Background: an optimization exercise with open tools, aiming at small area and a short achievable clock period. Do not read the settings as production practice. RTL that was checked went through simulation tests only; none was proved equivalent to the original.

Design dected_codec, start of the top module:
module dected_codec (
    input  wire        clk,
    input  wire        rst_n,
    input  wire        enc_valid,
    input  wire [63:0] enc_data,
    output wire        enc_out_valid,
    output wire [63:0] enc_out_data,
    output wire [14:0] enc_out_check,
    input  wire        dec_valid,
    input  wire [63:0] dec_data,
    input  wire [14:0] dec_check,
    output wire        dec_out_valid,
    output wire [63:0] dec_out_data,
    output wire [14:0] dec_out_check,
    output wire [1:0]  dec_out_corr,
    output wire        dec_out_ue
);
Size in the first run: ~360 flip-flops, ~18000 µm² of cells after synthesis.
==> flow/config.mk <==
export PLATFORM = sky130hd
export DESIGN_NAME = dected_codec
export DESIGN_NICKNAME = dected_codec
export VERILOG_FILES = /design/flow/design.v
export SDC_FILE = /design/flow/constraint.sdc
export NUM_CORES = 4
export LEC_CHECK = 0
export CAP_MARGIN = 20
export CORE_MARGIN = 2
export CORE_UTILIZATION = 56
export CTS_CLUSTER_DIAMETER = 60
export CTS_CLUSTER_SIZE = 16
export PLACE_DENSITY = 0.68
export SLEW_MARGIN = 20
export TNS_END_PERCENT = 0
export BUFFER_PORTS_ARGS = -buffer_cell sky130_fd_sc_hd__buf_2
export SETUP_SLACK_MARGIN = 9.3
export CTS_BUF_LIST = sky130_fd_sc_hd__clkbuf_8
==> flow/constraint.sdc <==
create_clock -name core_clock -period 13.5 [get_ports {clk}]
set_input_delay 2.7000 -clock core_clock [delete_from_list [all_inputs] [get_ports {clk}]]
set_output_delay 2.7000 -clock core_clock [all_outputs]
set_load 0.01 [all_outputs]
standard.sh (not shown) runs the stock make flow with config.mk's settings and CLKGATE_MAP_FILE= SYNTH_SCRIPT=/design/flow/synth_recipe.tcl, a recipe that flattens the netlist after the stock synthesis.
==> flow/flow/run.sh <==
#!/bin/bash
# Own flow: the standard layout (standard.sh, unchanged synthesis) with
# extra ORFS settings: small port buffers, timing repair aimed below the
# clock period, and smaller clock buffers.  The ORFS tools log to
# orfs/logs/ and standard.log; this script's own output goes to run.log.
set -e
exec > >(tee run.log) 2>&1
cat >> "$FLOW_CONFIG" <<EOC
export BUFFER_PORTS_ARGS = -buffer_cell sky130_fd_sc_hd__buf_2
export SETUP_SLACK_MARGIN = 9.3
export CTS_BUF_LIST = sky130_fd_sc_hd__clkbuf_8
EOC
bash standard.sh > standard.log 2>&1
Next try:
--- a/flow/flow/run.sh
+++ b/flow/flow/run.sh
@@ -9 +9 @@
-export BUFFER_PORTS_ARGS = -buffer_cell sky130_fd_sc_hd__buf_2
+export BUFFER_PORTS_ARGS = -buffer_cell sky130_fd_sc_hd__buf_1
@@ -11 +11 @@
-export CTS_BUF_LIST = sky130_fd_sc_hd__clkbuf_8
+export CTS_BUF_LIST = sky130_fd_sc_hd__clkbuf_8 sky130_fd_sc_hd__clkbuf_16
BUFFER_PORTS_ARGS = -buffer_cell sky130_fd_sc_hd__buf_1   (was -buffer_cell sky130_fd_sc_hd__buf_2)
CORE_UTILIZATION = 50   (was 56)
CTS_BUF_LIST = sky130_fd_sc_hd__clkbuf_8 sky130_fd_sc_hd__clkbuf_16   (was sky130_fd_sc_hd__clkbuf_8)
PLACE_DENSITY = 0.65   (was 0.68)
=>
- non-clock buffer count climbs by 10
- register-to-register slack barely changes
- count of clock-buffer cells in the layout falls by 2
- wire length rose by 4.3%
- worst hold slack is better by 0.026 ns
Next try:
--- a/flow/flow/run.sh
+++ b/flow/flow/run.sh
@@ -10,2 +10,2 @@
-export SETUP_SLACK_MARGIN = 9.3
-export CTS_BUF_LIST = sky130_fd_sc_hd__clkbuf_8 sky130_fd_sc_hd__clkbuf_16
+export SETUP_SLACK_MARGIN = 9.0
+export CTS_BUF_LIST = sky130_fd_sc_hd__clkbuf_8
CORE_UTILIZATION = 56   (was 50)
CTS_BUF_LIST = sky130_fd_sc_hd__clkbuf_8   (was sky130_fd_sc_hd__clkbuf_8 sky130_fd_sc_hd__clkbuf_16)
PLACE_DENSITY = 0.68   (was 0.65)
SETUP_SLACK_MARGIN = 9.0   (was 9.3)
Outcome: Flip-flop and latch count is unchanged. Non-clock buffer count decreases by 2. Worst hold slack improved by 0.0057 ns. Final area shrinks by 4.5%. Die area fell by 10%. Cell count is lower by 2.6%. Via count rises by 1.4%. Core utilization rose by 4.2 points.
No functional check of the RTL was part of any run of this note.

dected_codec, a different RTL version from the one above (not shown whole).
Size in the first run: ~360 flip-flops.
==> flow/config.mk <==
export PLATFORM = sky130hd
export DESIGN_NAME = dected_codec
export DESIGN_NICKNAME = dected_codec
export VERILOG_FILES = /design/flow/design.v
export SDC_FILE = /design/flow/constraint.sdc
export NUM_CORES = 4
export LEC_CHECK = 0
export ABC_AREA = 1
export CAP_MARGIN = 20
export CORE_MARGIN = 2
export CORE_UTILIZATION = 50
export CTS_CLUSTER_DIAMETER = 60
export CTS_CLUSTER_SIZE = 16
export PLACE_DENSITY = 0.65
export SLEW_MARGIN = 20
export TNS_END_PERCENT = 0
export BUFFER_PORTS_ARGS = -buffer_cell sky130_fd_sc_hd__buf_1
export SETUP_SLACK_MARGIN = 9.9
export CTS_BUF_LIST = sky130_fd_sc_hd__clkbuf_8
==> flow/constraint.sdc <==
create_clock -name core_clock -period 13.5 [get_ports {clk}]
set_input_delay 2.7000 -clock core_clock [delete_from_list [all_inputs] [get_ports {clk}]]
set_output_delay 2.7000 -clock core_clock [all_outputs]
set_load 0.01 [all_outputs]
==> flow/flow/run.sh <==
#!/bin/bash
# Own flow: the standard layout (standard.sh, unchanged synthesis) with
# extra ORFS settings: small port buffers, timing repair aimed below the
# clock period, and smaller clock buffers.  The ORFS tools log to
# orfs/logs/ and standard.log; this script's own output goes to run.log.
set -e
exec > >(tee run.log) 2>&1
cat >> "$FLOW_CONFIG" <<EOC
export BUFFER_PORTS_ARGS = -buffer_cell sky130_fd_sc_hd__buf_1
export SETUP_SLACK_MARGIN = 9.9
export CTS_BUF_LIST = sky130_fd_sc_hd__clkbuf_8
EOC
bash standard.sh > standard.log 2>&1
The starting point completed without violations.
==> next run, changes <==
--- a/flow/flow/run.sh
+++ b/flow/flow/run.sh
@@ -9,3 +9,3 @@
 export BUFFER_PORTS_ARGS = -buffer_cell sky130_fd_sc_hd__buf_1
-export SETUP_SLACK_MARGIN = 9.9
+export SETUP_SLACK_MARGIN = 9.5
 export CTS_BUF_LIST = sky130_fd_sc_hd__clkbuf_8
Settings changed: ABC_AREA 1 to unset, SETUP_SLACK_MARGIN 9.9 to 9.5.
Result: The changed run ran to the end with no violations; fmax drops by a few percent; count of clock-buffer cells in the layout drops by 1; core utilization drops by 1.4 points.
==> next run, changes <==
Settings changed: ABC_AREA set to 1.
Final cell count came out higher by about 7%.
Die area came out lower by about 2.3%.
Setup slack loses 0.091 ns.
Worst hold slack loses 0.010 ns.
Global-route usage came out higher by 1.4 points.
==> next run, changes <==
--- a/flow/flow/run.sh
+++ b/flow/flow/run.sh
@@ -9,3 +9,3 @@
 export BUFFER_PORTS_ARGS = -buffer_cell sky130_fd_sc_hd__buf_1
-export SETUP_SLACK_MARGIN = 9.5
+export SETUP_SLACK_MARGIN = 9.8
 export CTS_BUF_LIST = sky130_fd_sc_hd__clkbuf_8
Settings changed: SETUP_SLACK_MARGIN 9.5 to 9.8.
Final cell count rose by about 0.54%.
Sequential cell count is unchanged.
Synthesized cell count is unchanged.
Area after synthesis does not change.
Hold slack hardly moves.
Via count grows by 0.72%.
Die area does not change.
Final area grows by about 5%.
Setup slack gains 0.35 ns.
Non-clock buffer count climbs by 15.
==> next run, changes <==
--- a/flow/flow/run.sh
+++ b/flow/flow/run.sh
@@ -9,3 +9,3 @@
 export BUFFER_PORTS_ARGS = -buffer_cell sky130_fd_sc_hd__buf_1
-export SETUP_SLACK_MARGIN = 9.8
+export SETUP_SLACK_MARGIN = 9.7
 export CTS_BUF_LIST = sky130_fd_sc_hd__clkbuf_8
Settings changed: SETUP_SLACK_MARGIN 9.8 to 9.7.
After rerunning: Clock skew increases by 0.0042 ns. Setup slack got worse by 0.091 ns. Maximum frequency falls by 2.3%. Final area decreases by 3.1%. Critical path depth drops by 1.

dected_codec, a different RTL version from the one above (not shown whole).
Size in the first run: about 360 flip-flops, roughly 18000 µm² of cells after synthesis.
clock: 13.5 ns
lec_check: 0
cap_margin: 20
core_margin: 2
core_utilization: 50
cts_cluster_diameter: 60
cts_cluster_size: 16
place_density: 0.65
slew_margin: 20
tns_end_percent: 0
buffer_ports_args: -buffer_cell sky130_fd_sc_hd__buf_1
setup_slack_margin: 9.5
cts_buf_list: sky130_fd_sc_hd__clkbuf_8
==> flow/flow/run.sh <==
#!/bin/bash
# Own flow: the standard layout (standard.sh, unchanged synthesis) with
# extra ORFS settings: small port buffers, timing repair aimed below the
# clock period, and smaller clock buffers.  The ORFS tools log to
# orfs/logs/ and standard.log; this script's own output goes to run.log.
set -e
exec > >(tee run.log) 2>&1
cat >> "$FLOW_CONFIG" <<EOC
export BUFFER_PORTS_ARGS = -buffer_cell sky130_fd_sc_hd__buf_1
export SETUP_SLACK_MARGIN = 9.5
export CTS_BUF_LIST = sky130_fd_sc_hd__clkbuf_8
EOC
bash standard.sh > standard.log 2>&1
The first run went through all stages and came out clean.
Edit:
--- a/flow/flow/run.sh
+++ b/flow/flow/run.sh
@@ -11 +11 @@
-export CTS_BUF_LIST = sky130_fd_sc_hd__clkbuf_8
+export CTS_BUF_LIST = sky130_fd_sc_hd__clkbuf_8 sky130_fd_sc_hd__clkbuf_16
Settings changed: CTS_BUF_LIST sky130_fd_sc_hd__clkbuf_8 to sky130_fd_sc_hd__clkbuf_8 sky130_fd_sc_hd__clkbuf_16.
After rerunning:
- The new run passed the timing, DRC and antenna checks
- worst setup slack degrades by 4.7 ps
- design area goes up by 1.9%
- clock skew goes down by 37 ps
- cell count stays flat
- synthesized area is unchanged
- routed wire length grows by 0.77%

what the ideal ports hide:
The results above use ideal ports. As a check the final layouts listed here were re-extracted and re-timed, cells and wires unchanged.
Step 1, drivers: a clkbuf_16 drives clk and a buf_2 each remaining input, both assumed.
Step 2 adds t to the input delays and takes it off the output delays; t is the mean of the earliest and latest rising clock arrival at the registers after step 1. Input paths then give back, and output paths get back, about the clock's delay inside the block.
a / b / c = no drivers / after step 1 / after step 2; a / b = the first two.
run	shift t [ns]	setup slack, ns	clock arrival spread, ns
the first run of note 1	0.678	9.334 / 9.334 / 8.752	0.056 / 0.056
the second run of note 1	0.625	9.319 / 9.327 / 8.701	0.021 / 0.021
the third run of note 1	0.675	8.923 / 8.924 / 8.267	0.092 / 0.092
the first run of note 2	0.667	9.640 / 9.631 / 9.002	0.023 / 0.023
the second run of note 2	0.666	9.405 / 9.398 / 8.732	0.070 / 0.070
the third run of note 2	0.671	9.314 / 9.336 / 8.666	0.025 / 0.025
the fourth run of note 2	0.672	9.660 / 9.623 / 9.020	0.031 / 0.031
the fifth run of note 2	0.671	9.570 / 9.539 / 8.918	0.030 / 0.030
the first run of note 3	0.673	9.359 / 9.377 / 8.703	0.065 / 0.065
the second run of note 3	0.629	9.355 / 9.371 / 8.742	0.027 / 0.027
After both steps every run listed still meets setup and hold. The setup slack of the second run of note 2, which loses most, moves by -0.007 ns with the drivers and by -0.673 ns with both steps.
